What follows belongs to an exercise in optimizing a design on an open flow for small area, a short achievable clock period and few clock cycles per item; a production flow would make more cautious choices. RTL that was checked went through simulation tests only; none was proved equivalent to the original. Only the layout flow was run in runs 6 and 7; the RTL was not checked for function there. In every run shown here, the design's own scripts or RTL, not TritonCTS, make the clock network. No driver is modelled on the clock port, so clock power and skew are understated where the tree is cut down; a real chip needs a root buffer or a tree. Power figures rest on the tool's default switching activity, not on a simulated workload.

==> flow/design.v <==
module str_rebuild (
  input         clk,
  input         rst,
  input         in_valid,
  output        in_ready,
  input  [31:0] in_data,
  input  [31:0] in_mask,
  output        out_valid,
  input         out_ready,
  output [1:0]  out_n,
  output [4:0]  out_role_a,
  output [31:0] out_data_a,
  output [4:0]  out_role_b,
  output [31:0] out_data_b
);
  function [7:0] gf_mul(input [7:0] a, input [7:0] b);
    integer i;
    reg [7:0] p, t;
    begin
      p = 8'h00;
      t = a;
      for (i = 0; i < 8; i = i + 1) begin
        if (b[i]) p = p ^ t;
        t = {t[6:0], 1'b0} ^ (t[7] ? 8'h1D : 8'h00);
      end
      gf_mul = p;
    end
  endfunction
  function [7:0] gf_div2(input [7:0] a);
    gf_div2 = {1'b0, a[7:1]} ^ (a[0] ? 8'h8E : 8'h00);
  endfunction
  function [7:0] ainv(input [4:0] k);
    reg [31:0] t0, t1, t2, t3, t4, t5, t6, t7;
    begin
      t0 = 32'h09FE178D;
      t1 = 32'h84FF0BC6;
      t2 = 32'h4B81926E;
      t3 = 32'h2C3EDEBA;
      t4 = 32'h9FE178D0;
      t5 = 32'h4FF0BC68;
      t6 = 32'h27F85E34;
      t7 = 32'h13FC2F1A;
      ainv = {t7[k], t6[k], t5[k], t4[k], t3[k], t2[k], t1[k], t0[k]};
    end
  endfunction
  function [7:0] wtab(input [4:0] k);
    reg [31:0] t0, t1, t2, t3, t4, t5, t6, t7;
    begin
      t0 = 32'h1FD6E992;
      t1 = 32'h5F9D8454;
      t2 = 32'h524738EE;
      t3 = 32'hBE228668;
      t4 = 32'hD4D20CDA;
      t5 = 32'h0C7D2F36;
      t6 = 32'hD0BB6CF2;
      t7 = 32'h3EF2F72E;
      wtab = {t7[k], t6[k], t5[k], t4[k], t3[k], t2[k], t1[k], t0[k]};
    end
  endfunction
  reg        rdy_r;
  reg [4:0]  role;
  reg [31:2] mask_r;
  reg        e0;           
  reg        er_r;
  reg [1:0]  ecnt;
  reg [4:0]  px, py;
  reg [31:0] ps, h;
  reg  first, last;        
  wire accept = in_valid && rdy_r;
  wire drop0  = (role == 5'd1) && e0;
  wire [4:0] role_n = accept ? role + 5'd1 : role;
  wire [31:0] mm = {mask_r, 2'b00};
  always @(posedge clk) begin
    if (first) begin
      mask_r <= in_mask[31:2];
      e0     <= in_mask[0];
      er_r   <= in_mask[1];
    end else if (accept) begin
      er_r   <= mm[role + 5'd1];
    end
  end
  reg [1:0] ecnt_t;
  reg [4:0] px_t, py_t;
  always @(*) begin
    ecnt_t = ecnt;
    px_t   = px;
    py_t   = py;
    if (er_r) begin
      if (ecnt == 2'd0) px_t = role;
      if (ecnt == 2'd1) py_t = role;
      if (ecnt != 2'd3) ecnt_t = ecnt + 2'd1;
    end
  end
  always @(posedge clk) begin
    if (accept) begin
      if (first) begin
        ecnt <= {1'b0, in_mask[0]};
        px   <= 5'd0;
        py   <= 5'd0;
      end else begin
        ecnt <= ecnt_t;
        px   <= px_t;
        py   <= py_t;
      end
    end
  end
  wire        clr    = accept && (first || drop0);
  wire        keep = accept && (first || !er_r);
  wire [31:0] dg   = in_data & {32{keep}};
  wire [31:0] hm = h & {32{!(first || drop0)}};
  integer b;
  always @(posedge clk) begin
    ps <= (ps & {32{!clr}}) ^ dg;
    if (accept && role < 5'd30)
      for (b = 0; b < 4; b = b + 1)
        h[8*b +: 8] <= gf_div2(hm[8*b +: 8]) ^ dg[8*b +: 8];
  end
  reg [31:0] qs;
  always @(*)
    for (b = 0; b < 4; b = b + 1)
      qs[8*b +: 8] = gf_mul(h[8*b +: 8], 8'h30) ^ (er_r ? 8'h00 : in_data[8*b +: 8]);
  reg        busy, ov;
  reg [2:0]  sub;          
  reg [1:0]  lane;
  reg [1:0]  on_r;
  reg [4:0]  ora, orb;
  reg [31:0] ra, rb;
  reg [7:0]  mo_r;
  wire lden = last && rdy_r;
  wire load = accept && last;
  wire two   = (on_r == 2'd2);
  wire c_pq  = two && (ora == 5'd30);
  wire c_xq  = two && (orb == 5'd31) && !c_pq;
  wire c_xp  = two && (orb == 5'd30);
  wire c_xy  = two && (orb < 5'd30);
  wire c_q   = (on_r == 2'd1) && (ora == 5'd31);
  wire c_one = (on_r == 2'd1) && !c_q;
  wire [2:0] sub_n = (sub == 3'd6 || sub == 3'd5) ? 3'd0 : sub + 3'd1;
  wire       sel_k2 = (sub == 3'd2 || sub == 3'd3);
  wire       sel_lo = (sub == 3'd0 || sub == 3'd3);
  wire [4:0] tidx   = sel_k2 ? ~ora : (c_xy ? orb : ora);
  wire [7:0] tinv   = ainv(tidx);
  reg  [7:0] coef_n;
  reg  [3:0] nib;
  always @(*) begin
    if (sel_k2)
      coef_n = c_xy ? wtab(orb - ora) : (c_xq ? tinv : 8'h01);
    else
      coef_n = (c_xy || c_xp || c_xq) ? tinv : 8'h01;
  end
  wire [7:0] a0    = ra[7:0];
  wire [7:0] b0    = rb[7:0];
  wire       lo    = (sub == 3'd1 || sub == 3'd4);
  wire [7:0] m     = c_xq ? gf_mul(mo_r, 8'hC0) : mo_r;
  wire       s1    = c_xy || c_xq;
  wire       sva   = c_xy || c_xp || c_q;    
  wire       svb   = c_xy || c_xp;           
  wire       keepa = two || c_one;           
  wire       keepb = two;                    
  wire [7:0] va    = sva ? m : (a0 & {8{keepa}});
  wire [7:0] vb    = svb ? (a0 ^ m) : (m & {8{keepb}});
  wire [1:0] ecnt_l = ecnt_t;
  wire       many   = (ecnt_l == 2'd3);
  always @(posedge clk) begin
    mo_r <= gf_mul(mo_r & {8{lo}}, 8'h10) ^ gf_mul(b0, {4'd0, nib});
    nib  <= sel_lo ? coef_n[3:0] : coef_n[7:4];
  end
  always @(posedge clk) begin
    if (lden) begin
      ra   <= ps;
      rb   <= qs;
      on_r <= ecnt_l;
      ora  <= many ? 5'd0 : px_t;
      orb  <= many ? 5'd0 : py_t;
    end else if (busy) begin
      if (sub == 3'd5) begin
        ra <= {va, ra[31:8]};
        rb <= {vb, rb[31:8]};
      end else if (sub == 3'd2) begin
        rb[7:0] <= mo_r ^ (a0 & {8{s1}});
      end
    end
  end
  wire done   = busy && (lane == 2'd3) && (sub == 3'd5);
  wire ov_n   = done || (ov && !out_ready);
  wire busy_n = load || (busy && !done);
  always @(posedge clk) begin
    if (rst) begin
      role  <= 5'd0;
      first <= 1'b1;
      last  <= 1'b0;
      busy  <= 1'b0;
      ov    <= 1'b0;
      rdy_r <= 1'b1;
    end else begin
      role  <= role_n;
      first <= (role_n == 5'd0);
      last  <= (role_n == 5'd31);
      busy  <= busy_n;
      ov    <= ov_n;
      rdy_r <= !((role_n == 5'd31) && (busy_n || ov_n));
    end
    if (load) begin
      sub  <= 3'd6;
      lane <= 2'd0;
    end else if (busy) begin
      sub  <= sub_n;
      if (sub == 3'd5) lane <= lane + 2'd1;
    end
  end
  assign in_ready   = rdy_r;
  assign out_valid  = ov;
  assign out_n      = on_r;
  assign out_role_a = ora;
  assign out_data_a = ra;
  assign out_role_b = orb;
  assign out_data_b = rb;
endmodule
==> flow/flow/run.sh <==
#!/bin/bash
# Standard ORFS layout (the standard.sh) with three changes:
#  - the port buffers are buf_2 cells instead of the smallest buffer-like cell;
#  - the clock tree is built by flow/mtree.tcl (hooked in as PRE_CTS_TCL) in
#    place of TritonCTS: the clock port drives four clkbuf_16, one per
#    quadrant of the flip-flops, each driving four clkbuf_8, one per
#    sub-quadrant (every flip-flop is two equal buffers from the port);
#  - repair_timing aims at a 5.35 ns setup margin (a 2.65 ns period).
set -euo pipefail
export BUFFER_PORTS_ARGS="-buffer_cell sky130_fd_sc_hd__buf_2"
export PRE_CTS_TCL="$PWD/flow/mtree.tcl"
bash standard.sh SETUP_SLACK_MARGIN=5.40 finish > standard.log 2>&1
==> flow/flow/mtree.tcl <==
# Two-level clock tree: the clock port drives 4 clkbuf_16 (one per quadrant
# of the flip-flops), each of which drives 4 clkbuf_8 (one per sub-quadrant).
proc split2 {lst idx} {
  set s [lsort -integer -index $idx $lst]
  set n [llength $s]
  return [list [lrange $s 0 [expr {$n/2-1}]] [lrange $s [expr {$n/2}] end]]
}
proc quads {lst} {
  set out {}
  foreach h [split2 $lst 0] { foreach q [split2 $h 1] { lappend out $q } }
  return $out
}
proc centroid {lst} {
  set sx 0; set sy 0
  foreach e $lst { incr sx [lindex $e 0]; incr sy [lindex $e 1] }
  set n [llength $lst]
  return [list [expr {$sx/$n}] [expr {$sy/$n}]]
}
proc build_mtree {} {
  set block [ord::get_db_block]
  set clknet [$block findNet clk]
  set master [[ord::get_db] findMaster sky130_fd_sc_hd__clkbuf_16]
  set master2 [[ord::get_db] findMaster sky130_fd_sc_hd__clkbuf_8]
  set lst {}
  foreach it [$clknet getITerms] {
    if {[$it isInputSignal]} {
      set loc [[$it getInst] getLocation]
      lappend lst [list [lindex $loc 0] [lindex $loc 1] $it]
    }
  }
  puts "mtree: [llength $lst] clock sinks"
  set g 0
  foreach q [quads $lst] {
    set n1 [odb::dbNet_create $block "clknet_q$g"]
    $n1 setSigType CLOCK
    set b1 [odb::dbInst_create $block $master "clkbuf_q$g"]
    set l2locs {}
    set k 0
    foreach sq [quads $q] {
      set n2 [odb::dbNet_create $block "clknet_q${g}_$k"]
      $n2 setSigType CLOCK
      set b2 [odb::dbInst_create $block $master2 "clkbuf_q${g}_$k"]
      foreach e $sq { set it [lindex $e 2]; $it disconnect; $it connect $n2 }
      set c [centroid $sq]
      $b2 setLocation [lindex $c 0] [lindex $c 1]
      $b2 setPlacementStatus PLACED
      [$b2 findITerm A] connect $n1
      [$b2 findITerm X] connect $n2
      lappend l2locs [list [lindex $c 0] [lindex $c 1]]
      incr k
    }
    set c [centroid $l2locs]
    $b1 setLocation [lindex $c 0] [lindex $c 1]
    $b1 setPlacementStatus PLACED
    [$b1 findITerm A] connect $clknet
    [$b1 findITerm X] connect $n1
    incr g
  }
}

# Used as ORFS's PRE_CTS_TCL hook: build the tree above, then make the CTS
# step's clock_tree_synthesis call a no-op so the rest of the step (placement
# legalization, timing repair) runs on this tree.
build_mtree
proc clock_tree_synthesis {args} {
  puts "clock_tree_synthesis skipped: two-level clock tree built by mtree.tcl"
}
==> flow/standard.sh <==
#!/bin/bash
# synth_recipe.tcl (not shown) runs the flow's synth.tcl, then flattens the netlist and writes it again
# the make line also repeats each setting of config.mk as NAME=value (left out here)
make -C /OpenROAD-flow-scripts/flow DESIGN_CONFIG=/design/flow/config.mk WORK_HOME=/design/flow/orfs CLKGATE_MAP_FILE= SYNTH_SCRIPT=/design/flow/synth_recipe.tcl "${@:-finish}"
==> flow/config.mk <==
export PLATFORM = sky130hd
export DESIGN_NAME = str_rebuild
export DESIGN_NICKNAME = str_rebuild
export VERILOG_FILES = /design/flow/design.v
export SDC_FILE = /design/flow/constraint.sdc
export NUM_CORES = 4
export LEC_CHECK = 0
export ABC_AREA = 1
export CAP_MARGIN = 20
export CORE_MARGIN = 2
export CORE_UTILIZATION = 60
export CTS_CLUSTER_DIAMETER = 60
export CTS_CLUSTER_SIZE = 30
export PLACE_DENSITY = 0.75
export SETUP_SLACK_MARGIN = 5
export SLEW_MARGIN = 20
==> flow/constraint.sdc <==
create_clock -name core_clock -period 8.0 [get_ports {clk}]
set_input_delay 1.6000 -clock core_clock [delete_from_list [all_inputs] [get_ports {clk}]]
set_output_delay 1.6000 -clock core_clock [all_outputs]
set_load 0.01 [all_outputs]
==> impl_metrics.yaml, run 1 <==
sta:
  rsz0062_at_grt: "yes"
  slew_viol_final: 0
  fin_ws_ps: 5390
  fin_crit_ps: 2610
  finalCritPeriodShare_pct: 32.6
  tns_ps: 0
  max_slew_margin_pct: 46.5
  setup_violations: 0
  hold_viol: 0
  tightest_slew_ps: 797
  skew_ps: 18.9
  finalHoldWorstSlack_ps: 477
  max_freq_mhz: 384
detailed_routing:
  totalWireLength_um: 34200
  dr.pass1.iters: 5
  post_drt_wl_per_cell_um: 17.4
  num_vias: 10800
  vias_per_cell: 5.49
  antenna_left: 0
  initialDrtViolationCount: 977
  drcViolationCount: 0
worst_setup_path:
  cp.arrival_ps: 1010
  cp_slowest_cell: "edfxtp_1"
  path_cells: "buf_2"
  cp_top_family: "flip-flops"
  cp_max_fo: 4
  cp_num_buf_inv: 1
  worst_setup_path_end_kind: "primary output"
  path_class: "reg2out"
  slowest_delay_ps: 520
  required_ps: 6400
  start_kind: "flip-flop"
worst_hold_path:
  hp-class: "reg2reg"
power:
  powerDensity_mw_per_mm2: 210
  ir_drop_mv: 0.174
  p_leak_nw: 6.53
floorplanning:
  die_x_um: 150
  num_rows: 53
  core_mm2: 0.0209
  die_area_mm2: 0.0224
  start_util_pct: 60.8
  boundaryPins: 146
  fp.dieH_um: 150
grt:
  grt.total_usage_pct: 29.8
  antenna_found_initial: 2
  grt_pass1_vias: 10000
  overflow: 0
  grt_start_max_net_pins: 84
  grt_pass1_wl_um: 52600
placed_design:
  post-dp-hpwl_um: 23500
  place_area_mm2: 0.0136
  place_ws_ps: 4490
  portBuffers: 145
  place_congestion: 0.899
logic_synthesis:
  synth_sequential_area_ratio_pct: 45.2
  syn_area_mm2: 0.0127
  synth_warnings: 1
  synth_ff_type: "edfxtp_1"
  synth-edff-count: 152
  synth_cells: 1529
  synth_area_per_cell_um2: 8.31
  synth-seq-cells: 211
  async_flop_share_pct: 0
  synth_nets: 1618
  ys_types: 49
finish:
  n_antenna_cell: 0
  stdcell_area_mm2: 0.0149
  multiInputGateArea_mm2: 0.00662
  final_net_count: 1780
  drive_above_1_share_pct: 19.3
  fillers: 1642
  regArea_mm2: 0.00575
  synthToLayoutAreaGrowth_pct: 17.1
clocking:
  clk-insertion-delay-late_ps: 300
  clk_pin_slew_ps: 90
job:
  max_cap_viol_count: 0
run_status:
  outcome: "finished clean"
==> cell type report <==
type | count | area share, %
repair buffers | 194 | 8.74
well taps | 275 | 2.31
flip-flops and latches | 211 | 38.6
inverters | 142 | 3.70
plain buffers | 20 | 2.15
multi-input cells | 1122 | 44.5
==> metrics by stage <==
stage | total power [mW] | util (%) | std cells
2_1_floorplan | 2.26 | - | 1529
3_3_place_gp | 2.44 | 65.3 | 1898
3_5_place_dp | 2.47 | 65.3 | 1898
4_1_cts | 2.99 | 69.9 | 1940
5_1_grt | 3.32 | 71.2 | 1964
6_report | 3.13 | 71.2 | 1964
==> synthesized netlist by cell type (2+ instances only) <==
library cell | number | area (um2)
clkinv_1 | 2 | 7.51
ha_1 | 20 | 250
o21ai_0 | 84 | 420
edfxtp_1 | 152 | 4560
o221ai_1 | 4 | 35.0
o22ai_1 | 7 | 43.8
o2bb2ai_1 | 2 | 17.5
mux2i_1 | 4 | 40.0
nor2_1 | 156 | 586
buf_4 | 3 | 22.5
nand2_2 | 6 | 37.5
dfxtp_1 | 59 | 1180
nand4_1 | 4 | 25.0
nand2_4 | 4 | 45.0
o211ai_1 | 10 | 75.1
xor2_2 | 2 | 32.5
nand3b_1 | 2 | 15.0
inv_1 | 132 | 495
inv_2 | 8 | 30.0
nor2_4 | 3 | 33.8
nand2_1 | 429 | 1610
xor2_1 | 114 | 998
or2_2 | 3 | 18.8
xnor2_1 | 122 | 1070
buf_2 | 12 | 60.1
o21ai_1 | 5 | 25.0
clkbuf_1 | 30 | 113
a21oi_1 | 47 | 235
buf_1 | 8 | 30.0
nand3_1 | 75 | 375
a22oi_1 | 2 | 15.0
==> power breakdown <==
part,switching (mW),internal (mW),total [mW]
clock network,0.325,0.270,0.595
logic,0.626,0.448,1.07
registers,0.144,1.32,1.46
==> worst paths after layout <==
path | startpoint | endpoint | slack [ps] | depth (start not counted)
worst min register to register | lane[0]$_SDFFE_PP0P_ | lane[0]$_SDFFE_PP0P_ | 480 | 2
worst max-delay path | ra[7]$_DFFE_PP_ | out_data_a[7] | 5390 | 1
worst min-delay path | lane[0]$_SDFFE_PP0P_ | lane[0]$_SDFFE_PP0P_ | 480 | 2
worst max register to register | sub[0]$_SDFFE_PP0P_ | nib[0]$_DFF_P_ | 5540 | 15
==> routing by layer <==
layer	up-vias	wire (um)	GRT usage, %
li1	5202	-	-
met5	-	13	0
met4	2	932	8.00
met1	5029	14300	42.0
met2	484	16000	49.2
met3	72	3010	3.38
==> kinds of logic (layout without fill, tap and decap cells) <==
| kind of cell | count (synthesis) | in the layout | synth area share, % |
|---|---|---|---|
| fa+ha+maj | 21 | 21 | 2.13 |
| buf+inv | 197 | 356 | 6.17 |
| mux | 4 | 4 | 0.315 |
| flops | 211 | 211 | 45.2 |
| compound gates | 170 | 171 | 7.58 |
| xor+xnor | 238 | 238 | 16.5 |
| simple gates | 688 | 688 | 22.1 |
==> state kept, by name (all words and copies together), names as in the netlist, 3 cells and up <==
register and cells:
ora 5, ps 32, mask_r 30, rb 32, role 5, px 5, orb 5, h 32
ra 32, mo_r 8, sub 3, nib 4, py 5
==> cell usage in the layout, fill, tap and decap left out, types with 31 or more instances in the layout <==
cell type | Yosys | final
a21oi_1 | 47 | 46
buf_2 | 12 | 141
buf_4 | 3 | 31
dfxtp_1 | 59 | 56
edfxtp_1 | 152 | 152
inv_1 | 132 | 125
nand2_1 | 429 | 417
nand3_1 | 75 | 74
nor2_1 | 156 | 121
o21ai_0 | 84 | 72
xnor2_1 | 122 | 118
xor2_1 | 114 | 112
==> repair_timing <==
action	CTS	global route
gates cloned	4	0
gates resized for setup	116	24
pin swaps	34	2
hold buffers	0	0
buffers inserted	18	24
endpoints found under the setup margin	120	105
Testbench counts, summed over its fixed seeds: cycles 61,648, columns 1,920.
==> run 2, diff against run 1 <==
--- a/flow/flow/run.sh
+++ b/flow/flow/run.sh
@@ -9,4 +9,4 @@
 set -euo pipefail
 export BUFFER_PORTS_ARGS="-buffer_cell sky130_fd_sc_hd__buf_2"
 export PRE_CTS_TCL="$PWD/flow/mtree.tcl"
-bash standard.sh SETUP_SLACK_MARGIN=5.40 finish > standard.log 2>&1
+bash standard.sh SETUP_SLACK_MARGIN=5.50 finish > standard.log 2>&1
==> run 2 against run 1 <==
  * Clock skew increased by 9.1 ps
  * Hold slack improved by 12 ps
  * Critical endpoint is now out_role_b[0]
  * Via count increased by 4.5%
==> impl_metrics.yaml, run 2 <==
logic_synthesis:
  ys_types: 49
  synth_nets: 1618
  syn_area_mm2: 0.0127
  synth_top_area_cell: "edfxtp_1"
  async_flop_share_pct: 0
  synth_sequential_area_ratio_pct: 45.2
  synth_cells: 1529
  synth.area.top_cells: "edfxtp_1 (36%), nand2_1 (13%), dfxtp_1 (9.3%)"
  synth-edff-count: 152
  yosysMostFrequentCell: "nand2_1"
  synth-seq-cells: 211
  synth_warnings: 1
  synth_ff_type: "edfxtp_1"
  synth_top_area_share_pct: 35.9
  synth_area_per_cell_um2: 8.31
  synth_common_cells: "nand2_1 (429), nor2_1 (156), edfxtp_1 (152)"
worst_setup_path:
  slowest_delay_ps: 490
  required_ps: 6400
  crit_top_cell: "buf_6"
  cp_slowest_cell: "edfxtp_1"
  worst_setup_path_end_kind: "primary output"
  cp_top_family: "flip-flops"
  path_cells: "buf_6 -> buf_6"
  cp_num_buf_inv: 2
  cp.arrival_ps: 1060
  path_class: "reg2out"
  cp_max_fo: 3
  start_kind: "flip-flop"
detailed_routing:
  totalWireLength_um: 36900
  post_drt_wl_per_cell_um: 18.2
  vias_per_cell: 5.57
  antenna_left: 0
  initialDrtViolationCount: 1007
  drcViolationCount: 0
  num_vias: 11300
  dr.pass1.iters: 5
power:
  powerDensity_mw_per_mm2: 204
  power_frac_seq_pct: 45.5
  ir_drop_mv: 0.174
  p_int_mw: 2.06
  p_leak_nw: 6.95
  switching_share_pct: 35.6
  clkPwrFrac_pct: 19.0
  pwr-share-comb_pct: 35.5
  netSwitchingPower_mw: 1.14
sta:
  rsz0062_at_grt: "yes"
  fin_ws_ps: 5340
  skew_ps: 28.0
  max_slew_margin_pct: 41.0
  finalCritPeriodShare_pct: 33.2
  hold_viol: 0
  tightest_slew_ps: 886
  max_freq_mhz: 376
  slew_viol_final: 0
  fin_crit_ps: 2660
  tns_ps: 0
  setup_violations: 0
grt:
  overflow: 0
  grt_pass1_wl_um: 54200
  grt.total_usage_pct: 30.7
  antenna_found_initial: 0
  grt_pass1_vias: 10300
  grt_start_max_net_pins: 84
finish:
  n_antenna_cell: 0
  fillers: 1492
  finish.utilization_pct: 75.2
  drive_above_1_share_pct: 24.5
  synthToLayoutAreaGrowth_pct: 23.6
  final_net_count: 1840
  final_common_cell: "nand2_1"
  final_cell_mix: "nand2_1 (403), edfxtp_1 (152), buf_2 (126), inv_1 (121), xnor2_1 (118)"
floorplanning:
  die_area_mm2: 0.0224
  start_util_pct: 60.8
  core_mm2: 0.0209
  fp.dieH_um: 150
  num_rows: 53
  boundaryPins: 146
  die_x_um: 150
placed_design:
  place_ws_ps: 4480
  portBuffers: 145
  place_congestion: 0.895
  post-dp-hpwl_um: 23600
run_status:
  outcome: "finished clean"
clocking:
  clk_pin_slew_ps: 90
  clk-insertion-delay-late_ps: 310
job:
  max_cap_viol_count: 0
worst_hold_path:
  hp-class: "reg2reg"
==> run 2: timing repair <==
item,4_1_cts,5_1_grt
pin swaps,54,17
hold buffers,0,0
resized for setup,174,65
gates cloned,5,4
hold endpoints to repair,0,0
buffers inserted,28,68
setup endpoints to repair,152,149
==> run 2: area by class of cell <==
class / instances / area (um2) / share of cell area [%]
buffer: 20 / 320 / 2.04
inverter: 142 / 576 / 3.67
multi-input combinational: 1123 / 6780 / 43.2
sequential: 211 / 5760 / 36.7
tap: 275 / 344 / 2.19
timing repair buffer: 252 / 1920 / 12.2
timing repair inverter: 1 / 5.00 / 0.0319
==> run 2: kinds of logic (layout without fill, tap and decap cells) <==
logic type	after synthesis	after routing	share of synthesized area (%)
AND/OR/NAND/NOR	688	689	22.1
XOR/XNOR	238	238	16.5
flip-flops	211	211	45.2
buffers and inverters	197	415	6.17
AO/OA/AOI/OAI	170	171	7.58
adder cells (fa/ha/maj)	21	21	2.13
multiplexers	4	4	0.315
==> run 2: routing by layer <==
layer / vias to the layer above / routed length, um / GRT usage (%) / part of all wire [%]
met2: 575 / 17500 / 50.4 / 47
met1: 5287 / 15000 / 43.2 / 41
met5: - / 0 / 0 / 0
met4: 0 / 1090 / 7.71 / 3.0
met3: 91 / 3290 / 4.45 / 8.9
li1: 5320 / - / - / -
==> run 2: per-stage QoR <==
stage	instance area, um2	hold slack (ps)	std cells	power, mW
after floorplan	12800	443	1529	2.26
after global placement	13700	457	1899	2.44
after detailed placement	13700	467	1899	2.47
after CTS	14900	467	1952	3.01
after global routing	15700	509	2024	3.38
final	15700	488	2024	3.20
==> run 2: path summary, 6_finish.rpt <==
check / startpoint / end / slack (ps) / depth (start not counted)
max: orb[0]$_SDFFCE_PN0P_ / out_role_b[0] / 5340 / 2
min: ps[22]$_DFF_P_ / ps[22]$_DFF_P_ / 490 / 2
max reg2reg: orb[0]$_SDFFCE_PN0P_ / nib[1]$_DFF_P_ / 5510 / 16
min reg2reg: ps[22]$_DFF_P_ / ps[22]$_DFF_P_ / 490 / 2
==> run 2: tightest hold or removal path, cell delays in order, from the launching register on <==
cell,delay (ps)
dfxtp_1,320
nand2_1,70
xnor2_1,60
==> run 2: power groups by stage <==
| stage | Sequential [mW] | Clock, mW | Combinational (mW) |
|---|---|---|---|
| finish | 1.46 | 0.609 | 1.14 |
| global route | 1.47 | 0.645 | 1.26 |
| CTS | 1.48 | 0.453 | 1.08 |
| detailed placement | 1.47 | 0 | 0.995 |
| global placement | 1.47 | 0 | 0.972 |
| floorplan | 1.41 | 0 | 0.854 |
==> run 3, diff against run 2 <==
--- a/flow/flow/run.sh
+++ b/flow/flow/run.sh
@@ -9,4 +9,4 @@
 set -euo pipefail
 export BUFFER_PORTS_ARGS="-buffer_cell sky130_fd_sc_hd__buf_2"
 export PRE_CTS_TCL="$PWD/flow/mtree.tcl"
-bash standard.sh SETUP_SLACK_MARGIN=5.50 finish > standard.log 2>&1
+bash standard.sh SETUP_SLACK_MARGIN=5.3 finish > standard.log 2>&1
==> run 3 against run 2 <==
  * Maximum frequency down 1.3%
  * Utilization down 6.5 points
  * Via count down 5.7%
  * Global-route usage down 1.4 points
  * Synthesized area unchanged
  * Worst setup slack worse by 36 ps
  * Sequential share of layout area up 3.4 points
  * Clock skew up 0.71 ps
  * Hold slack worse by 5.9 ps
==> impl_metrics.yaml, run 3 <==
run_status:
  outcome: "finished clean"
finish:
  regArea_mm2: 0.00575
  final_net_count: 1751
  stdcell_area_mm2: 0.0144
  final_common_cell: "nand2_1"
  fin_cells: 1935
  n_antenna_cell: 0
  synthToLayoutAreaGrowth_pct: 12.9
  final_cell_mix: "nand2_1 (423), edfxtp_1 (152), buf_2 (144), inv_1 (128), nor2_1 (123)"
  multiInputGateArea_mm2: 0.00643
  fillers: 1676
  drive_above_1_share_pct: 16.6
sta:
  tightest_slew_ps: 827
  slew_viol_final: 0
  tns_ps: 0
  max_freq_mhz: 371
  setup_violations: 0
  hold_viol: 0
  max_slew_margin_pct: 44.5
  fin_crit_ps: 2690
  rsz0062_at_grt: "yes"
  skew_ps: 28.7
  finalCritPeriodShare_pct: 33.7
placed_design:
  dp_cells: 1898
  place_congestion: 0.907
  post-dp-hpwl_um: 23300
  place_area_mm2: 0.0136
  portBuffers: 145
worst_hold_path:
  hold_depth: 2
  hp-class: "reg2reg"
  hp-start: "lane[0]$_SDFFE_PP0P_"
  whs_endpoint: "lane[0]$_SDFFE_PP0P_"
power:
  p_leak_nw: 6.32
  powerDensity_mw_per_mm2: 216
  ir_drop_mv: 0.190
detailed_routing:
  num_vias: 10600
  totalWireLength_um: 33200
  drcViolationCount: 0
  vias_per_cell: 5.49
  dr.pass1.iters: 7
  antenna_left: 0
  post_drt_wl_per_cell_um: 17.2
  initialDrtViolationCount: 877
worst_setup_path:
  cp_slowest_cell: "edfxtp_1"
  reg2reg_depth: 11
  path_class: "reg2out"
  cp.depth: 1
  slowest_delay_ps: 590
  timing.rr.start: "orb[1]$_SDFFCE_PN0P_"
  cp_top_family: "flip-flops"
  required_ps: 6400
  cp_num_buf_inv: 1
  path_cells: "buf_2"
  rr_endpoint: "rb[29]$_DFFE_PP_"
  cp_max_fo: 5
  reg2reg_slack_ps: 5440
  cp.arrival_ps: 1090
  start_kind: "flip-flop"
  worst_setup_path_end_kind: "primary output"
grt:
  grt.total_usage_pct: 29.3
  overflow: 0
  grt_start_max_net_pins: 84
  grt_pass1_vias: 9859
  grt_pass1_wl_um: 52100
  antenna_found_initial: 0
logic_synthesis:
  synth_warnings: 1
  synth-seq-cells: 211
  synth_common_cells: "nand2_1 (429), nor2_1 (156), edfxtp_1 (152)"
  syn_area_mm2: 0.0127
  synth_nets: 1618
  async_flop_share_pct: 0
  synth.area.top_cells: "edfxtp_1 (36%), nand2_1 (13%), dfxtp_1 (9.3%)"
  synth_ff_type: "edfxtp_1"
  yosysMostFrequentCell: "nand2_1"
  synth_area_per_cell_um2: 8.31
  synth_sequential_area_ratio_pct: 45.2
  synth-edff-count: 152
  ys_types: 49
  synth_top_area_cell: "edfxtp_1"
  synth_cells: 1529
  synth_top_area_share_pct: 35.9
floorplanning:
  boundaryPins: 146
  fp.dieH_um: 150
  start_util_pct: 60.8
  die_area_mm2: 0.0224
  num_rows: 53
  die_x_um: 150
  core_mm2: 0.0209
clocking:
  hold_buffers: 0
  clk_pin_slew_ps: 100
  clk-insertion-delay-late_ps: 310
job:
  max_cap_viol_count: 0
run 3: repair_timing:
item / in CTS / in global routing
resized for setup: 61 / 12
setup buffers: 14 / 2
setup endpoints to repair: 112 / 42
pin swaps: 11 / 0
gates cloned: 1 / 0
run 3: cell families (layout without fill, tap and decap cells):
group                    after synthesis  in the layout  synth area share [%]
flip-flops                           211            211                  45.2
AND/OR/NAND/NOR                      688            688                  22.1
AO/OA/AOI/OAI                        170            171                  7.58
adder cells (fa/ha/maj)               21             21                  2.13
XOR/XNOR                             238            238                  16.5
buffers and inverters                197            327                  6.17
multiplexers                           4              4                 0.315
run 3: layer usage:
| layer | share of wire (%) | vias to the layer above | global-route usage, % |
|---|---|---|---|
| met5 | 0 | - | 0 |
| met4 | 2.4 | 0 | 7.38 |
| li1 | - | 5147 | - |
| met2 | 46 | 459 | 47.0 |
| met3 | 8.1 | 59 | 2.13 |
| met1 | 43 | 4967 | 43.4 |
run 3: worst max path at each step:
stage | start | to | slack [ps]
after floorplan | in_valid | h[21]$_DFFE_PP_ | 5240
after global placement | in_valid | h[13]$_DFFE_PP_ | 4610
after detailed placement | in_valid | h[4]$_DFFE_PP_ | 4510
after CTS | in_valid | h[10]$_DFFE_PP_ | 5160
after global routing | orb[0]$_SDFFCE_PN0P_ | nib[0]$_DFF_P_ | 5260
final | ra[7]$_DFFE_PP_ | out_data_a[7] | 5310
run 3: layout make-up:
class,count,share of cell area (%)
buffer,20,2.23
tap,275,2.40
inverter,142,3.78
multi-input combinational,1122,44.8
sequential,211,40.1
timing repair buffer,165,6.73
run 3: through the flow:
stage               hold WS [ps]  utilization (%)  power (mW)  setup slack [ps]
global route                 503             68.7        3.28              5260
global placement             456             65.3        2.44              4610
finish                       482             68.7        3.10              5310
CTS                          469             68.4        2.96              5160
floorplan                    443                -        2.26              5240
detailed placement           468             65.3        2.46              4510
run 3: where the power goes:
part | internal, mW | leakage, nW | switching [mW] | total, mW
combinational | 0.430 | 4.22 | 0.607 | 1.04
sequential | 1.32 | 1.94 | 0.143 | 1.46
clock | 0.271 | 0.164 | 0.334 | 0.605
==> run 4, diff against run 3 <==
--- a/flow/flow/run.sh
+++ b/flow/flow/run.sh
@@ -9,4 +9,4 @@
 set -euo pipefail
 export BUFFER_PORTS_ARGS="-buffer_cell sky130_fd_sc_hd__buf_2"
 export PRE_CTS_TCL="$PWD/flow/mtree.tcl"
-bash standard.sh SETUP_SLACK_MARGIN=5.3 finish > standard.log 2>&1
+bash standard.sh SETUP_SLACK_MARGIN=5.35 finish > standard.log 2>&1
==> run 4 against run 3 <==
  * Cell area grew 0.95%
  * Power is essentially flat
  * Critical endpoint unchanged
  * Maximum frequency grew 2.1%
  * Still clean on timing, DRC and antenna
  * Routed wire length grew 0.32%
  * Highest routed layer unchanged
  * Synthesized area is the same
  * Synthesized cell count is the same
==> impl_metrics.yaml, run 4 <==
sta:
  fin_ws_ps: 5360
  tightest_slew_ps: 813
  setup_violations: 0
  hold_viol: 0
  tns_ps: 0
  skew_ps: 27.5
  finalCritPeriodShare_pct: 33.0
  finalHoldWorstSlack_ps: 482
  slew_viol_final: 0
  max_freq_mhz: 379
  rsz0062_at_grt: "yes"
  max_slew_margin_pct: 45.5
  fin_crit_ps: 2640
grt:
  grt-busiest-layer: "met2"
  use_met3_pct: 2.96
  grt.total_usage_pct: 29.3
  antenna_found_initial: 0
  overflow: 0
  grt_start_max_net_pins: 84
  grt_use_met2_pct: 47.1
  globalRouteMet1Util_pct: 43.0
  grt_pass1_vias: 9873
  grt_pass1_wl_um: 52100
finish:
  drive_above_1_share_pct: 17.5
  finish.utilization_pct: 69.4
  final_cell_mix: "nand2_1 (422), edfxtp_1 (152), buf_2 (143), inv_1 (127), nor2_1 (124)"
  stdcell_area_mm2: 0.0145
  fin_cells: 1948
  final_net_count: 1763
  final_common_cell: "nand2_1"
  fillers: 1674
  synthToLayoutAreaGrowth_pct: 14.0
power:
  p_leak_nw: 6.39
  ir_drop_mv: 0.190
  powerDensity_mw_per_mm2: 214
  p_total_mw: 3.10
worst_setup_path:
  cp_top_family: "flip-flops"
  start_kind: "flip-flop"
  path_class: "reg2out"
  cp_slowest_cell: "edfxtp_1"
  required_ps: 6400
  cp_max_fo: 5
  path_cells: "buf_2"
  slowest_delay_ps: 540
  cp.arrival_ps: 1040
  cp_num_buf_inv: 1
  worst_setup_path_end_kind: "primary output"
detailed_routing:
  antenna_left: 0
  drcViolationCount: 0
  totalWireLength_um: 33400
  vias_per_cell: 5.46
  post_drt_wl_per_cell_um: 17.1
  num_vias: 10600
  dr.pass1.iters: 5
  initialDrtViolationCount: 940
placed_design:
  portBuffers: 145
  dp_cells: 1898
  place_congestion: 0.907
  post-dp-hpwl_um: 23300
  place_area_mm2: 0.0136
  place_ws_ps: 4510
logic_synthesis:
  synth_warnings: 1
  synth_cells: 1529
  syn_area_mm2: 0.0127
  synth_top_area_cell: "edfxtp_1"
  synth.area.top_cells: "edfxtp_1 (36%), nand2_1 (13%), dfxtp_1 (9.3%)"
  synth_ff_type: "edfxtp_1"
  synth-edff-count: 152
  synth_area_per_cell_um2: 8.31
  ys_types: 49
  async_flop_share_pct: 0
  synth_top_area_share_pct: 35.9
  synth_common_cells: "nand2_1 (429), nor2_1 (156), edfxtp_1 (152)"
  synth_sequential_area_ratio_pct: 45.2
  synth-seq-cells: 211
  synth_nets: 1618
  yosysMostFrequentCell: "nand2_1"
floorplanning:
  fp.dieH_um: 150
  boundaryPins: 146
  core_mm2: 0.0209
  die_area_mm2: 0.0224
  num_rows: 53
  die_x_um: 150
  start_util_pct: 60.8
job:
  max_cap_viol_count: 0
clocking:
  clk-insertion-delay-late_ps: 310
  hold_buffers: 0
  clk_pin_slew_ps: 100
worst_hold_path:
  hp-class: "reg2reg"
run_status:
  outcome: "finished clean"
[run 4: cell counts after synthesis]
Identical to the previous run, type by type.
[run 4: logic make-up after synthesis]
kind of cell	synth area share [%]
buffers and inverters	6.17
and+or+nand+nor	22.1
muxes	0.315
AOI/OAI and AO/OA	7.58
adders and majority gates	2.13
xor gates and xnor gates	16.5
DFF	45.2
[run 4: path summary, 6_finish.rpt]
kind / from / endpoint / slack, ps / cells past startpoint
hold / removal: lane[0]$_SDFFE_PP0P_ / lane[0]$_SDFFE_PP0P_ / 480 / 2
setup / recovery: ra[7]$_DFFE_PP_ / out_data_a[7] / 5360 / 1
hold reg to reg: lane[0]$_SDFFE_PP0P_ / lane[0]$_SDFFE_PP0P_ / 480 / 2
setup reg to reg: orb[0]$_SDFFCE_PN0P_ / nib[3]$_DFF_P_ / 5500 / 15
[run 4: cell type report]
class	count	area, um2	area share [%]
tap	275	344	2.37
inverter	142	548	3.78
timing repair buffer	177	1080	7.44
antenna	1	2.50	0.0173
multi-input combinational	1122	6440	44.5
buffer	20	320	2.21
sequential	211	5750	39.7
[run 4: repair_timing]
item | in CTS | in global routing
pin swaps | 10 | 0
gates resized for setup | 69 | 19
setup endpoints to repair | 113 | 54
setup buffers | 15 | 13
cloned | 1 | 0
[run 4: power by group]
part,switching [mW],internal (mW)
sequential,0.143,1.32
clock,0.332,0.271
combinational,0.608,0.432
total,1.08,2.02
[run 4: metal layers]
layer / up-vias / wire length (um)
li1: 5167 / -
met1: 4916 / 14200
met2: 493 / 15400
met3: 62 / 2930
met4: 0 / 800
met5: - / 0
==> run 5, diff against run 4 <==
--- a/flow/config.mk
+++ b/flow/config.mk
@@ -8,9 +8,7 @@
 export ABC_AREA = 1
 export CAP_MARGIN = 20
 export CORE_MARGIN = 2
-export CORE_UTILIZATION = 60
-export CTS_CLUSTER_DIAMETER = 60
-export CTS_CLUSTER_SIZE = 30
-export PLACE_DENSITY = 0.75
+export CORE_UTILIZATION = 55
+export PLACE_DENSITY = 0.7
 export SETUP_SLACK_MARGIN = 5
 export SLEW_MARGIN = 20
==> run 5 against run 4 <==
  * Global-route usage fell by 1.6 points
  * Largest cell class unchanged
  * Utilization decreased by 5.0 points
  * Flip-flop and latch count did not move
  * Highest routed layer unchanged
  * Synthesized area unchanged
  * Cell area rose by 0.64%
  * Clock power about the same
  * Routed wire length grew 2.4%
==> impl_metrics.yaml, run 5 <==
worst_setup_path:
  cp_slowest_cell: "edfxtp_1"
  cp_top_family: "flip-flops"
  path_class: "reg2out"
  path_cells: "buf_2"
  cp_num_buf_inv: 1
  cp_max_fo: 4
  slowest_delay_ps: 530
  cp.arrival_ps: 1030
  worst_setup_path_end_kind: "primary output"
  required_ps: 6400
  start_kind: "flip-flop"
logic_synthesis:
  ys_types: 49
  syn_area_mm2: 0.0127
  synth-edff-count: 152
  synth_area_per_cell_um2: 8.31
  synth_warnings: 1
  synth_sequential_area_ratio_pct: 45.2
  synth-seq-cells: 211
  synth_top_area_cell: "edfxtp_1"
  synth_ff_type: "edfxtp_1"
  synth_cells: 1529
  synth_top_area_share_pct: 35.9
  synth.area.top_cells: "edfxtp_1 (36%), nand2_1 (13%), dfxtp_1 (9.3%)"
  synth_common_cells: "nand2_1 (429), nor2_1 (156), edfxtp_1 (152)"
  async_flop_share_pct: 0
  yosysMostFrequentCell: "nand2_1"
  synth_nets: 1618
sta:
  hold_viol: 0
  max_freq_mhz: 381
  max_slew_margin_pct: 43.5
  skew_ps: 27.9
  setup_violations: 0
  rsz0062_at_grt: "yes"
  tns_ps: 0
  slew_viol_final: 0
  finalCritPeriodShare_pct: 32.8
  tightest_slew_ps: 844
  fin_crit_ps: 2630
power:
  powerDensity_mw_per_mm2: 214
  p_leak_nw: 6.39
  ir_drop_mv: 0.156
finish:
  finish.utilization_pct: 64.4
  final_cell_mix: "nand2_1 (421), edfxtp_1 (152), buf_2 (142), inv_1 (126), xnor2_1 (120)"
  final_common_cell: "nand2_1"
  n_antenna_cell: 0
  multiInputGateArea_mm2: 0.00653
  regArea_mm2: 0.00575
  drive_above_1_share_pct: 17.7
  fillers: 1903
  final_net_count: 1759
  synthToLayoutAreaGrowth_pct: 14.7
grt:
  grt-busiest-layer: "met2"
  grt_pass1_wl_um: 53500
  use_met3_pct: 2.89
  grt_pass1_vias: 10200
  globalRouteMet1Util_pct: 40.3
  grt.total_usage_pct: 27.7
  grt_start_max_net_pins: 84
  grt_use_met2_pct: 45.7
  overflow: 0
  antenna_found_initial: 0
floorplanning:
  num_rows: 55
  start_util_pct: 56.1
  core_mm2: 0.0226
  boundaryPins: 146
  die_area_mm2: 0.0243
  die_x_um: 156
  fp.dieH_um: 156
detailed_routing:
  initialDrtViolationCount: 955
  totalWireLength_um: 34200
  drcViolationCount: 0
  dr.pass1.iters: 5
  post_drt_wl_per_cell_um: 17.5
  vias_per_cell: 5.42
  num_vias: 10600
  antenna_left: 0
placed_design:
  post-dp-hpwl_um: 24000
  portBuffers: 145
  place_congestion: 0.878
job:
  max_cap_viol_count: 0
clocking:
  clk_pin_slew_ps: 100
  hold_buffers: 0
  clk-insertion-delay-late_ps: 310
worst_hold_path:
  hp-class: "reg2reg"
run_status:
  outcome: "finished clean"
[run 5: cell counts after synthesis]
No cell type changed its count.
[run 5: path summary, 6_finish.rpt]
path | start | cells past startpoint | end | slack, ps
worst max-delay path | ra[2]$_DFFE_PP_ | 1 | out_data_a[2] | 5370
worst min-delay path | lane[0]$_SDFFE_PP0P_ | 2 | lane[0]$_SDFFE_PP0P_ | 480
worst max register to register | orb[1]$_SDFFCE_PN0P_ | 11 | rb[29]$_DFFE_PP_ | 5470
worst min register to register | lane[0]$_SDFFE_PP0P_ | 2 | lane[0]$_SDFFE_PP0P_ | 480
[run 5: per-stage QoR]
step / power (mW) / setup WS, ps / hold WS (ps) / cells / area (um2)
2_1_floorplan: 2.26 / 5240 / 443 / 1529 / 12800
3_3_place_gp: 2.45 / 4590 / 458 / 1908 / 13700
3_5_place_dp: 2.46 / 4550 / 465 / 1908 / 13700
4_1_cts: 2.98 / 5170 / 466 / 1946 / 14400
5_1_grt: 3.30 / 5280 / 508 / 1953 / 14600
6_report: 3.11 / 5370 / 484 / 1953 / 14600
[run 5: cell type report]
cell class,instances,share of cell area (%)
Timing Repair Buffer,173,7.38
Tap cell,285,2.45
Sequential cell,211,39.4
Buffer,20,2.20
Multi-Input combinational cell,1122,44.8
Inverter,142,3.74
[run 5: kinds of logic after synthesis]
| kind of cell | Yosys count | share of synthesized area [%] |
|---|---|---|
| AO/OA/AOI/OAI | 170 | 7.58 |
| XOR/XNOR | 238 | 16.5 |
| adder cells (fa/ha/maj) | 21 | 2.13 |
| buffers and inverters | 197 | 6.17 |
| flip-flops | 211 | 45.2 |
| multiplexers | 4 | 0.315 |
| AND/OR/NAND/NOR | 688 | 22.1 |
[run 5: power by group]
group          leakage [nW]  internal [mW]  switching (mW)  total [mW]
combinational          4.28          0.435           0.616        1.05
sequential             1.94           1.32           0.140        1.46
clock                 0.164          0.271           0.333       0.603
total                  6.39           2.02            1.09        3.11
[run 5: layer usage]
| metal | up-vias | share of wire, % |
|---|---|---|
| met1 | 4961 | 44 |
| met3 | 55 | 7.7 |
| met4 | 0 | 2.2 |
| li1 | 5165 | - |
| met5 | - | 0 |
| met2 | 396 | 47 |
[run 5: timing repair]
action / CTS / global route
setup buffers: 16 / 7
cloned: 2 / 0
endpoints found under the setup margin: 119 / 18
pin swaps: 25 / 0
gates resized for setup: 92 / 22
==> run 6, diff against run 5 <==
--- a/flow/design.v
+++ b/flow/design.v
@@ -128,13 +128,7 @@
   reg [7:0]  mo_r;
   wire lden = last && rdy_r;
   wire load = accept && last;
-  wire two   = (on_r == 2'd2);
-  wire c_pq  = two && (ora == 5'd30);
-  wire c_xq  = two && (orb == 5'd31) && !c_pq;
-  wire c_xp  = two && (orb == 5'd30);
-  wire c_xy  = two && (orb < 5'd30);
-  wire c_q   = (on_r == 2'd1) && (ora == 5'd31);
-  wire c_one = (on_r == 2'd1) && !c_q;
+  reg  two, c_xq, c_xp, c_xy, c_q, c_one;
   wire [2:0] sub_n = (sub == 3'd6 || sub == 3'd5) ? 3'd0 : sub + 3'd1;
   wire       sel_k2 = (sub == 3'd2 || sub == 3'd3);
   wire       sel_lo = (sub == 3'd0 || sub == 3'd3);
@@ -172,6 +166,12 @@
       on_r <= ecnt_l;
       ora  <= many ? 5'd0 : px_t;
       orb  <= many ? 5'd0 : py_t;
+      two  <= (ecnt_l == 2'd2);
+      c_xq <= (ecnt_l == 2'd2) && (py_t == 5'd31) && (px_t != 5'd30);
+      c_xp <= (ecnt_l == 2'd2) && (py_t == 5'd30);
+      c_xy <= (ecnt_l == 2'd2) && (py_t < 5'd30);
+      c_q  <= (ecnt_l == 2'd1) && (px_t == 5'd31);
+      c_one <= (ecnt_l == 2'd1) && (px_t != 5'd31);
     end else if (busy) begin
       if (sub == 3'd5) begin
         ra <= {va, ra[31:8]};
--- a/flow/config.mk
+++ b/flow/config.mk
@@ -8,7 +8,9 @@
 export ABC_AREA = 1
 export CAP_MARGIN = 20
 export CORE_MARGIN = 2
-export CORE_UTILIZATION = 55
-export PLACE_DENSITY = 0.7
+export CORE_UTILIZATION = 60
+export CTS_CLUSTER_DIAMETER = 60
+export CTS_CLUSTER_SIZE = 30
+export PLACE_DENSITY = 0.75
 export SETUP_SLACK_MARGIN = 5
 export SLEW_MARGIN = 20
==> run 6 against run 5 <==
  * Synthesized area up 2.7%
  * Cell area up 1.8%
  * Clock power hardly changed
  * First-iteration DRC count down 0.21%
  * Largest power group unchanged
  * Worst setup slack worse by 1.9 ps
  * Combinational power rose by 6%
  * Global-route usage grew 2.3 points
  * Utilization up 5.8 points
  * Maximum frequency is essentially flat
  * Sequential share of layout area is 0.50 points higher
  * Hold slack got worse by 4.0 ps
==> impl_metrics.yaml, run 6 <==
logic_synthesis:
  synth_warnings: 1
  synth_sequential_area_ratio_pct: 45.4
  yosysMostFrequentCell: "nand2_1"
  synth_cells: 1619
  ys_types: 44
  async_flop_share_pct: 0
  synth-edff-count: 158
  synth_compound_area_share_pct: 6.91
  synthXorXnorAreaFrac_pct: 14.4
  synth_top_area_share_pct: 36.3
  synth_top_area_cell: "edfxtp_1"
  yosys.area_share.simple_pct: 24.7
  syn_area_mm2: 0.0131
  synth.area.top_cells: "edfxtp_1 (36%), nand2_1 (15%), dfxtp_1 (9.0%)"
  synth-adder-area-share_pct: 2.07
  synth-seq-cells: 217
  synth_common_cells: "nand2_1 (509), edfxtp_1 (158), nor2_1 (148)"
  synth_ff_type: "edfxtp_1"
  synth_area_per_cell_um2: 8.06
  synth_top_family_by_area: "simple AND/OR/NAND/NOR gates"
  synth_nets: 1708
  synth_mux_area_share_pct: 0
sta:
  tns_ps: 0
  max_slew_margin_pct: 38.1
  setup_violations: 0
  tightest_slew_ps: 925
  finalCritPeriodShare_pct: 32.9
  slew_viol_final: 0
  skew_ps: 24.5
  max_freq_mhz: 380
  rsz0062_at_grt: "yes"
  hold_viol: 0
  fin_crit_ps: 2630
detailed_routing:
  antenna_left: 0
  num_vias: 11200
  totalWireLength_um: 35200
  initialDrtViolationCount: 953
  dr.pass1.iters: 6
  post_drt_wl_per_cell_um: 17.4
  drcViolationCount: 0
  vias_per_cell: 5.56
finish:
  stdcell_area_mm2: 0.0148
  fillers: 1721
  drive_above_1_share_pct: 15.6
  final_net_count: 1839
  final_common_cell: "nand2_1"
  final_cell_mix: "nand2_1 (501), edfxtp_1 (158), buf_2 (144), inv_1 (141), xnor2_1 (116)"
  n_antenna_cell: 0
  synthToLayoutAreaGrowth_pct: 13.8
  fin_cells: 2023
floorplanning:
  start_util_pct: 61.7
  fp.dieH_um: 151
  core_mm2: 0.0212
  die_x_um: 151
  boundaryPins: 146
  die_area_mm2: 0.0230
  num_rows: 53
power:
  clkPwrFrac_pct: 18.6
  powerDensity_mw_per_mm2: 217
  power_frac_seq_pct: 47.0
  p_int_mw: 2.08
  switching_share_pct: 35.6
  p_total_mw: 3.23
  netSwitchingPower_mw: 1.15
  ir_drop_mv: 0.201
  p_leak_nw: 6.60
  pwr-share-comb_pct: 34.4
worst_hold_path:
  hp-class: "reg2reg"
  hold_depth: 2
worst_setup_path:
  cp_num_buf_inv: 1
  slowest_delay_ps: 530
  cp_top_family: "flip-flops"
  reg2reg_depth: 6
  cp.depth: 1
  cp_slowest_cell: "edfxtp_1"
  worst_setup_path_end_kind: "primary output"
  required_ps: 6400
  cp.arrival_ps: 1030
  start_kind: "flip-flop"
  path_class: "reg2out"
  path_cells: "buf_2"
  cp_max_fo: 2
placed_design:
  place_area_mm2: 0.0140
  dp_cells: 1981
  place_congestion: 0.911
  portBuffers: 145
  post-dp-hpwl_um: 24900
clocking:
  hold_buffers: 0
  clk_pin_slew_ps: 90
  clk-insertion-delay-late_ps: 300
grt:
  grt_pass1_wl_um: 54000
  grt_pass1_vias: 10300
  overflow: 0
  grt.total_usage_pct: 30.0
  grt_start_max_net_pins: 84
  antenna_found_initial: 0
job:
  max_cap_viol_count: 0
run_status:
  outcome: "finished clean"
==> run 6: timing repair <==
action | in CTS | in global routing
cloned | 4 | 0
resized for setup | 71 | 14
setup endpoints to repair | 107 | 98
setup buffers | 9 | 8
pin swaps | 15 | 2
==> run 6: layer usage <==
layer	routed length, um	up-vias	global-route usage (%)
met1	14600	5244	42.7
met4	1360	0	9.86
met5	0	-	0
li1	-	5434	-
met2	16100	481	48.0
met3	3200	86	3.98
==> run 6: stage by stage <==
stage / hold slack [ps] / util, % / worst slack, ps
finish: 480 / 70.2 / 5370
global route: 507 / 70.2 / 5300
CTS: 468 / 69.6 / 5180
detailed placement: 466 / 66.2 / 4550
global placement: 457 / 66.2 / 4620
floorplan: 443 / - / 5240
==> run 6: cell families after synthesis <==
family | Yosys count
buffers and inverters | 212
flip-flops | 217
XOR/XNOR | 215
AND/OR/NAND/NOR | 798
adder cells (fa/ha/maj) | 21
AO/OA/AOI/OAI | 156
==> run 6: power groups by stage <==
stage                     sequential (mW)  combinational (mW)  clock [mW]
after floorplan                      1.44               0.901           0
after global placement               1.53                1.01           0
after detailed placement             1.54                1.04           0
after CTS                            1.54                1.09       0.457
after global routing                 1.53                1.23       0.646
final                                1.52                1.11       0.600
==> run 6: area by class of cell <==
class / count / area (um2) / area share [%]
multi-input combinational: 1190 / 6610 / 44.5
tap: 275 / 344 / 2.32
timing repair buffer: 173 / 1080 / 7.26
sequential: 217 / 5930 / 39.9
inverter: 148 / 563 / 3.79
buffer: 20 / 320 / 2.16
==> run 6: path summary, 6_finish.rpt <==
check / from / to / slack [ps]
worst max-delay path: ra[27]$_DFFE_PP_ / out_data_a[27] / 5370
worst min-delay path: lane[0]$_SDFFE_PP0P_ / lane[0]$_SDFFE_PP0P_ / 480
worst max register to register: role[0]$_SDFF_PP0_ / h[17]$_DFFE_PP_ / 5450
worst min register to register: lane[0]$_SDFFE_PP0P_ / lane[0]$_SDFFE_PP0P_ / 480
==> run 7, diff against run 6 <==
--- a/flow/flow/run.sh
+++ b/flow/flow/run.sh
@@ -9,4 +9,4 @@
 set -euo pipefail
 export BUFFER_PORTS_ARGS="-buffer_cell sky130_fd_sc_hd__buf_2"
 export PRE_CTS_TCL="$PWD/flow/mtree.tcl"
-bash standard.sh SETUP_SLACK_MARGIN=5.35 finish > standard.log 2>&1
+bash standard.sh SETUP_SLACK_MARGIN=5.45 finish > standard.log 2>&1
==> run 7 against run 6 <==
  * Still clean on timing, DRC and antenna
  * Routed wire length is 2.4% higher
  * Global-route usage up 0.66 points
  * Utilization up 1.9 points
  * Critical path depth stayed put
  * Power grew 1.4%
  * Clock power up 0.7%
  * Via count is 1.9% higher
  * Combinational power up 4%
  * Worst setup slack better by 38 ps
  * Clock skew is essentially flat
  * Largest power group unchanged
  * Highest routed layer unchanged
==> impl_metrics.yaml, run 7 <==
worst_setup_path:
  path_cells: "buf_2"
  rr_endpoint: "rb[9]$_DFFE_PP_"
  cp_top_family: "flip-flops"
  timing.rr.start: "er_r$_DFFE_PP_"
  path_class: "reg2out"
  cp.arrival_ps: 990
  start_kind: "flip-flop"
  reg2reg_slack_ps: 5590
  reg2reg_depth: 5
  cp.depth: 1
  cp_slowest_cell: "edfxtp_1"
  cp_num_buf_inv: 1
  slowest_delay_ps: 500
  cp_max_fo: 2
  required_ps: 6400
  worst_setup_path_end_kind: "primary output"
detailed_routing:
  post_drt_wl_per_cell_um: 17.6
  initialDrtViolationCount: 1051
  antenna_left: 0
  num_vias: 11500
  totalWireLength_um: 36100
  drcViolationCount: 0
  dr.pass1.iters: 6
  vias_per_cell: 5.60
grt:
  grt.total_usage_pct: 30.7
  antenna_found_initial: 0
  grt_pass1_wl_um: 54700
  grt_start_max_net_pins: 84
  overflow: 0
  grt_pass1_vias: 10500
floorplanning:
  die_area_mm2: 0.0230
  num_rows: 53
  boundaryPins: 146
  die_x_um: 151
  core_mm2: 0.0212
  fp.dieH_um: 151
  start_util_pct: 61.7
worst_hold_path:
  hold_depth: 2
  whs_endpoint: "ps[23]$_DFF_P_"
  hp-start: "ps[23]$_DFF_P_"
  hp-class: "reg2reg"
logic_synthesis:
  syn_area_mm2: 0.0131
  synth_sequential_area_ratio_pct: 45.4
  synth_common_cells: "nand2_1 (509), edfxtp_1 (158), nor2_1 (148)"
  synth_area_per_cell_um2: 8.06
  synth_warnings: 1
  synth-seq-cells: 217
  synth_top_area_cell: "edfxtp_1"
  synth_top_area_share_pct: 36.3
  yosysMostFrequentCell: "nand2_1"
  synth_ff_type: "edfxtp_1"
  synth_cells: 1619
  synth_nets: 1708
  synth-edff-count: 158
  synth.area.top_cells: "edfxtp_1 (36%), nand2_1 (15%), dfxtp_1 (9.0%)"
  async_flop_share_pct: 0
  ys_types: 44
placed_design:
  place_congestion: 0.921
  place_area_mm2: 0.0140
  portBuffers: 145
  post-dp-hpwl_um: 25000
job:
  max_cap_viol_count: 0
power:
  p_int_mw: 2.09
  p_leak_nw: 6.79
  clkPwrFrac_pct: 18.5
  pwr-share-comb_pct: 35.2
  p_total_mw: 3.27
  powerDensity_mw_per_mm2: 215
  power_frac_seq_pct: 46.3
  switching_share_pct: 36.1
  ir_drop_mv: 0.161
  netSwitchingPower_mw: 1.18
finish:
  final_common_cell: "nand2_1"
  regArea_mm2: 0.00593
  stdcell_area_mm2: 0.0153
  fillers: 1625
  synthToLayoutAreaGrowth_pct: 16.9
  final_cell_mix: "nand2_1 (490), edfxtp_1 (158), inv_1 (140), buf_2 (137), xnor2_1 (115)"
  final_net_count: 1864
  n_antenna_cell: 0
  multiInputGateArea_mm2: 0.00670
  drive_above_1_share_pct: 18.0
clocking:
  clk-insertion-delay-late_ps: 310
  clk_pin_slew_ps: 100
  hold_buffers: 0
sta:
  tightest_slew_ps: 834
  rsz0062_at_grt: "yes"
  finalCritPeriodShare_pct: 32.4
  fin_crit_ps: 2590
  max_slew_margin_pct: 44.1
  skew_ps: 24.6
  tns_ps: 0
  hold_viol: 0
  setup_violations: 0
  max_freq_mhz: 386
  slew_viol_final: 0
run_status:
  outcome: "finished clean"
==> run 7: changes by cell type in the layout (fill, tap and decap cells not counted), moves of 3 or more <==
cell,previous run,this run
nand2_4,1,4
o21ai_0,62,58
nand2_1,501,490
nand2_2,14,22
buf_12,3,6
buf_6,3,8
buf_2,144,137
buf_4,16,37
==> run 7: tightest hold or removal path, delay by kind of cell, from the launching register on <==
| kind | cells | cell delay (ps) |
|---|---|---|
| flip-flops | 1 | 310 |
| AND/OR/NAND/NOR | 1 | 70 |
| XOR/XNOR | 1 | 60 |
==> run 7: worst max path at each step <==
| stage | slack [ps] | endpoint | startpoint |
|---|---|---|---|
| 2_1_floorplan | 5240 | h[0]$_DFFE_PP_ | in_valid |
| 3_3_place_gp | 4630 | h[13]$_DFFE_PP_ | in_valid |
| 3_5_place_dp | 4570 | h[13]$_DFFE_PP_ | in_valid |
| 4_1_cts | 5210 | h[20]$_DFFE_PP_ | in_valid |
| 5_1_grt | 5410 | out_data_b[25] | rb[25]$_DFFE_PP_ |
| 6_report | 5410 | out_data_b[25] | rb[25]$_DFFE_PP_ |
==> run 7: power groups by stage <==
stage	Combinational, mW	Sequential, mW	Clock, mW
finish	1.15	1.52	0.604
global route	1.27	1.53	0.649
CTS	1.12	1.54	0.457
detailed placement	1.05	1.53	0
global placement	1.02	1.54	0
floorplan	0.901	1.44	0
==> run 7: timing repair <==
action,CTS,global route
endpoints found under the setup margin,121,127
hold endpoints to repair,0,0
cloned,6,0
gates resized for setup,108,24
setup buffers,14,26
pin swaps,31,2
==> run 7: layout make-up <==
type                       instances  share of cell area [%]
sequential                       217                    38.9
multi-input combinational       1190                    43.9
inverter                         148                    3.68
tap                              275                    2.26
buffer                            20                    2.10
timing repair buffer             198                    9.16
==> run 7: metrics by stage <==
step	cells	utilization [%]	hold slack (ps)	setup WS [ps]
6_report	2048	72.1	485	5410
5_1_grt	2048	72.1	507	5410
4_1_cts	2022	70.8	474	5210
3_5_place_dp	1982	66.2	466	4570
3_3_place_gp	1982	66.2	457	4630
2_1_floorplan	1619	-	443	5240
==> run 7: cells by family after synthesis <==
logic type	after synthesis	synth area share, %
adders and majority gates	21	2.07
buffers and inverters	212	6.46
and+or+nand+nor	798	24.7
AOI/OAI and AO/OA	156	6.91
DFF	217	45.4
xor gates and xnor gates	215	14.4
==> run 7: layer usage <==
layer  routed length (um)  vias up  track usage [%]
met5                    0        -                0
met4                 1130        0             9.63
met3                 3420       85             3.77
met2                16700      562             49.3
met1                14800     5346             43.8
li1                     -     5470                -

[re-timing with driven ports]
No port has a modelled driver above. Below, the same layouts with a new extraction and two added sets of constraints. Step 1: set_driving_cell puts a clkbuf_16 on clk and a buf_2 on each other input, an assumption about the parent block. Step 2 moves the port delays by t, midway between the first and last clock arrival at a register: inputs arrive t later, outputs are due t later. That takes back most of the time a late clock gives input paths. a / b / c = no drivers / after step 1 / after step 2; a / b = the first two.
| run | t (ns) | setup slack, ns | hold WS [ns] | clock arrival spread, ns | worst data-port slew with drivers (ns) |
|---|---|---|---|---|---|
| run 1 | 0.384 | 5.395 / 5.299 / 5.161 | 0.477 / 0.477 / 0.477 | 0.026 / 0.027 | 0.06 |
| run 2 | 0.385 | 5.342 / 5.248 / 5.117 | 0.488 / 0.488 / 0.488 | 0.033 / 0.033 | 0.07 |
| run 3 | 0.388 | 5.306 / 5.212 / 5.083 | 0.482 / 0.482 / 0.482 | 0.031 / 0.031 | 0.07 |
| run 4 | 0.389 | 5.362 / 5.266 / 5.102 | 0.482 / 0.482 / 0.482 | 0.031 / 0.030 | 0.07 |
| run 5 | 0.393 | 5.372 / 5.273 / 5.124 | 0.484 / 0.484 / 0.484 | 0.030 / 0.031 | 0.06 |
| run 6 | 0.390 | 5.371 / 5.270 / 5.144 | 0.480 / 0.480 / 0.480 | 0.030 / 0.031 | 0.06 |
| run 7 | 0.389 | 5.409 / 5.312 / 5.145 | 0.485 / 0.485 / 0.485 | 0.030 / 0.031 | 0.07 |
After both steps setup and hold are still met in every run listed. The setup slack of run 7, which loses most, moves by -0.097 ns with the drivers and by -0.264 ns with both steps.
